From an optimization exercise on the open Yosys and OpenROAD flow, aimed at small area, a short achievable clock period and few clock cycles per item; shortcuts taken in it are not production practice.
At most, simulation tests tie the RTL to the original design; equivalence was not proved.

==> flow/design.v (excerpt) <==
module gra_mac (
    input  wire         clk,
    input  wire         rst,
    input  wire         start,
    input  wire [6:0]   nwords,      
    input  wire [255:0] key,
    input  wire [63:0]  ctr,
    output wire         ready,
    input  wire         in_valid,
    input  wire [31:0]  in_data,
    output wire         in_ready,
    output wire         done,
    output wire [127:0] mac
);
    localparam integer S_IDLE = 0,
                       S_PRE  = 1,       
                       S_INIT = 2,       
                       S_RND  = 3,
                       S_ADD  = 4,       
                       S_ROT  = 5,       
                       S_WAIT = 6,       
                       S_DONE = 7;       
    function [31:0] bswap;
        input [31:0] x;
        bswap = {x[7:0], x[15:8], x[23:16], x[31:24]};
    endfunction
    function [31:0] rotr;
        input [31:0] x;
        input integer n;
        rotr = (x >> n) | (x << (32 - n));
    endfunction
    function [31:0] bsig0;
        input [31:0] x;
        bsig0 = rotr(x, 2) ^ rotr(x, 13) ^ rotr(x, 22);
    endfunction
    function [31:0] bsig1;
        input [31:0] x;
        bsig1 = rotr(x, 6) ^ rotr(x, 11) ^ rotr(x, 25);
    endfunction
    function [31:0] ssig0;
        input [31:0] x;
        ssig0 = rotr(x, 7) ^ rotr(x, 18) ^ (x >> 3);
    endfunction
    function [31:0] ssig1;
        input [31:0] x;
        ssig1 = rotr(x, 17) ^ rotr(x, 19) ^ (x >> 10);
    endfunction
    function [31:0] bkadd;
        input [31:0] u, v;
        reg   [31:0] gg, pp;
        integer i, l;
        begin
            gg = u & v;
            pp = u ^ v;
            for (l = 1; l < 32; l = l * 2)
                for (i = 2*l - 1; i < 32; i = i + 2*l) begin
                    gg[i] = gg[i] | (pp[i] & gg[i-l]);
                    pp[i] = pp[i] & pp[i-l];
                end
            for (l = 8; l >= 1; l = l / 2)
                for (i = 3*l - 1; i < 32; i = i + 2*l) begin
                    gg[i] = gg[i] | (pp[i] & gg[i-l]);
                    pp[i] = pp[i] & pp[i-l];
                end
            bkadd = u ^ v ^ {gg[30:0], 1'b0};
        end
    endfunction
    function [1:0] kfun;
        input [7:0] s;
        input [5:0] r;
        input       op;
        begin
            kfun = 2'd0;
  ...
For scale: roughly 7400 cells after synthesis, about 490 I/O pins.
export LEC_CHECK = 0
export ABC_AREA = 1
export CAP_MARGIN = 20
export CORE_MARGIN = 2
export CORE_UTILIZATION = 40
export SETUP_SLACK_MARGIN = 5
export SLEW_MARGIN = 20
export SYNTH_HIERARCHICAL = 1
create_clock -name core_clock -period 10.0 [get_ports {clk}]
standard.sh (not shown) runs the stock make flow with config.mk's settings and CLKGATE_MAP_FILE= SYNTH_SCRIPT=/design/flow/synth_recipe.tcl, a recipe that flattens the netlist after the stock synthesis.
==> flow/flow/run.sh <==
#!/bin/bash
set -euo pipefail
export BUFFER_PORTS_ARGS="-buffer_cell sky130_fd_sc_hd__buf_2"
sed -e 's/SETUP_SLACK_MARGIN=5/SETUP_SLACK_MARGIN=6/' standard.sh > standard_custom.sh
grep -q 'SETUP_SLACK_MARGIN=6' standard_custom.sh
bash standard_custom.sh > flow.log 2>&1
==> next run, changes <==
==> flow/run.sh (new file) <==
#!/bin/bash
# synth_recipe.tcl (not shown) runs the flow's synth.tcl, then flattens the netlist and writes it again
# the make line also repeats each setting of config.mk as NAME=value (left out here)
make -C /OpenROAD-flow-scripts/flow DESIGN_CONFIG=/design/flow/config.mk WORK_HOME=/design/flow/orfs CLKGATE_MAP_FILE= SYNTH_SCRIPT=/design/flow/synth_recipe.tcl finish
removed: flow/flow/run.sh
removed: flow/standard.sh
Outcome:
- The changed run completed without violations
- worst setup slack gets better by 30 ps
- final cell count fell by about 1.3%
- utilization is lower by 1.1 points
- global-route usage goes down by 1.6 points
- via count is lower by 2.4%
- design area is lower by about 2.2%
- wire length shrinks by 5.2%
- sequential share of layout area is higher by 0.47 points
No run of this note included a check of the RTL's function; only the layout flow was run.

cedar:
gra_mac, a different RTL version from the one above (not shown whole).
Size: about 6800 cells after synthesis, roughly 1100 flip-flops, ~490 I/O pins, ~59000 um2 of cells after synthesis.
export LEC_CHECK = 0
export ABC_AREA = 1
export CAP_MARGIN = 20
export CORE_MARGIN = 2
export CORE_UTILIZATION = 55
export SETUP_SLACK_MARGIN = 5
export SLEW_MARGIN = 20
export SYNTH_HIERARCHICAL = 1
create_clock -name core_clock -period 10.0 [get_ports {clk}]
==> flow/flow/run.sh <==
#!/bin/bash
set -euo pipefail
export BUFFER_PORTS_ARGS="-buffer_cell sky130_fd_sc_hd__buf_1"
export CTS_ARGS="-sink_clustering_enable -repair_clock_nets -dont_use_dummy_load -buf_list {sky130_fd_sc_hd__clkbuf_4 sky130_fd_sc_hd__clkbuf_8}"
sed -e 's/SETUP_SLACK_MARGIN=5/SETUP_SLACK_MARGIN=5.5/' standard.sh > standard_custom.sh
grep -q 'SETUP_SLACK_MARGIN=5.5' standard_custom.sh
bash standard_custom.sh > flow.log 2>&1
Input changes introduced in juniper (baseline for comparison: cedar):
-- flow/config.mk --
<<< cedar, line 11
export CORE_UTILIZATION = 55
>>> juniper, line 11
export CORE_UTILIZATION = 50
- Number of setup buffers added after CTS went down by more than 10% going from cedar to juniper.
- The start point of the critical path comes out rc[0] in one run and w[1][10] in the other, namely in juniper and cedar respectively.
- End point of the critical path = p[31]: juniper; end point of the critical path = w[15][31]: cedar
- The hold slack in juniper was lower than what cedar gave.
- Lower slew at the pin closest to its max-slew limit among cedar and juniper: juniper
- juniper vs cedar: final design area excluding fillers down slightly
- juniper vs cedar: global-route wire length before repair up by a few percent
- When juniper is measured against cedar, its number of vias in the routed layout turns out 1196 lower.
- On length of routed wiring on met1: between cedar and juniper, it ends up higher for juniper.
- Count of clock-buffer cells in the layout was higher in the run labelled juniper.
- Routed wire length delta for juniper relative to cedar: 1.1% higher
No functional check of the RTL was part of any run of this note.

Another version of the RTL of gra_mac (not shown whole).
For scale: roughly 6700 cells after synthesis, ~1100 flip-flops, ~490 I/O pins, about 0.059 mm^2 of cells after synthesis.
Settings: LEC_CHECK=0, ABC_AREA=1, CAP_MARGIN=20, CORE_MARGIN=2, CORE_UTILIZATION=50, SETUP_SLACK_MARGIN=5, SLEW_MARGIN=20, SYNTH_HIERARCHICAL=1, TNS_END_PERCENT=10; clock period 10.0 ns.
Scripts as last shown in full above: flow/flow/run.sh
Testbench counts at the start, summed over its fixed seeds: cycles 102,088, items 320.
Next try:
Settings changed: ABC_AREA 1 to default, CORE_UTILIZATION 50 to 40, TNS_END_PERCENT 10 to default.
The new run ran to the end with no violations; cell count drops by 8.5%; clock skew drops by 0.011 ns; fmax drops by 9.3%; design area climbs by 0.92%; wire length drops by 6.7%; clock-buffer cell count drops by 4; hold slack improved by 0.015 ns.
Next try:
Settings changed: ABC_AREA from default to 1.
What happened: Final area decreases slightly. Core utilization is lower by 1.7 points. Cell count rose by roughly a tenth. Global-route usage came out higher by 1.3 points. Non-clock buffer count falls by 106. Wire length came out higher by a little under a tenth.
Next try:
Settings changed: CORE_UTILIZATION 40 to 50.
The changed run ran to the end with no violations.
Utilization went up by 12 points.
Count of clock-buffer cells in the layout goes up by 2.
Via count rose by 1.7%.
Register-to-register slack improved by 0.10 ns.
Non-clock buffer count increases by 31.

-- re-timing with driven ports --
In the flow no input, the clock included, has a driving cell. The finished layouts below were timed again as built, in two steps. Step 1 sets driving cells, clkbuf_16 on the clock port and buf_2 on the other inputs (assumed; they add their load-dependent delay and slew). Step 2 also shifts input and output timing later by t, the mid clock arrival at the registers, as if the neighbouring blocks saw the same clock. Slacks: ideal / step 1 / step 2; pairs: ideal / step 1.
| run | t, ns | slack for setup (ns) | clock arrival spread, ns | worst data-port slew with drivers (ns) | cell pins on the clock port's net |
|---|---|---|---|---|---|
| the first run of note 1 | 0.833 | 5.051 / 5.051 / 5.051 | 0.070 / 0.070 | 0.10 | 1 |
| the second run of note 1 | 0.851 | 5.082 / 5.082 / 5.082 | 0.080 / 0.079 | 0.17 | 1 |
| cedar | 0.914 | 5.375 / 5.375 / 5.375 | 0.128 / 0.128 | 0.27 | 1 |
| juniper | 0.942 | 5.353 / 5.353 / 5.353 | 0.141 / 0.141 | 0.15 | 1 |
| the first run of note 3 | 0.971 | 5.456 / 5.456 / 5.456 | 0.141 / 0.140 | 0.15 | 1 |
| the second run of note 3 | 0.945 | 4.990 / 4.990 / 4.990 | 0.109 / 0.110 | 0.14 | 1 |
| the third run of note 3 | 0.951 | 5.368 / 5.368 / 5.368 | 0.142 / 0.142 | 0.18 | 1 |
| the fourth run of note 3 | 0.967 | 5.468 / 5.468 / 5.468 | 0.147 / 0.147 | 0.16 | 1 |
After both steps setup and hold are still met in every run listed.
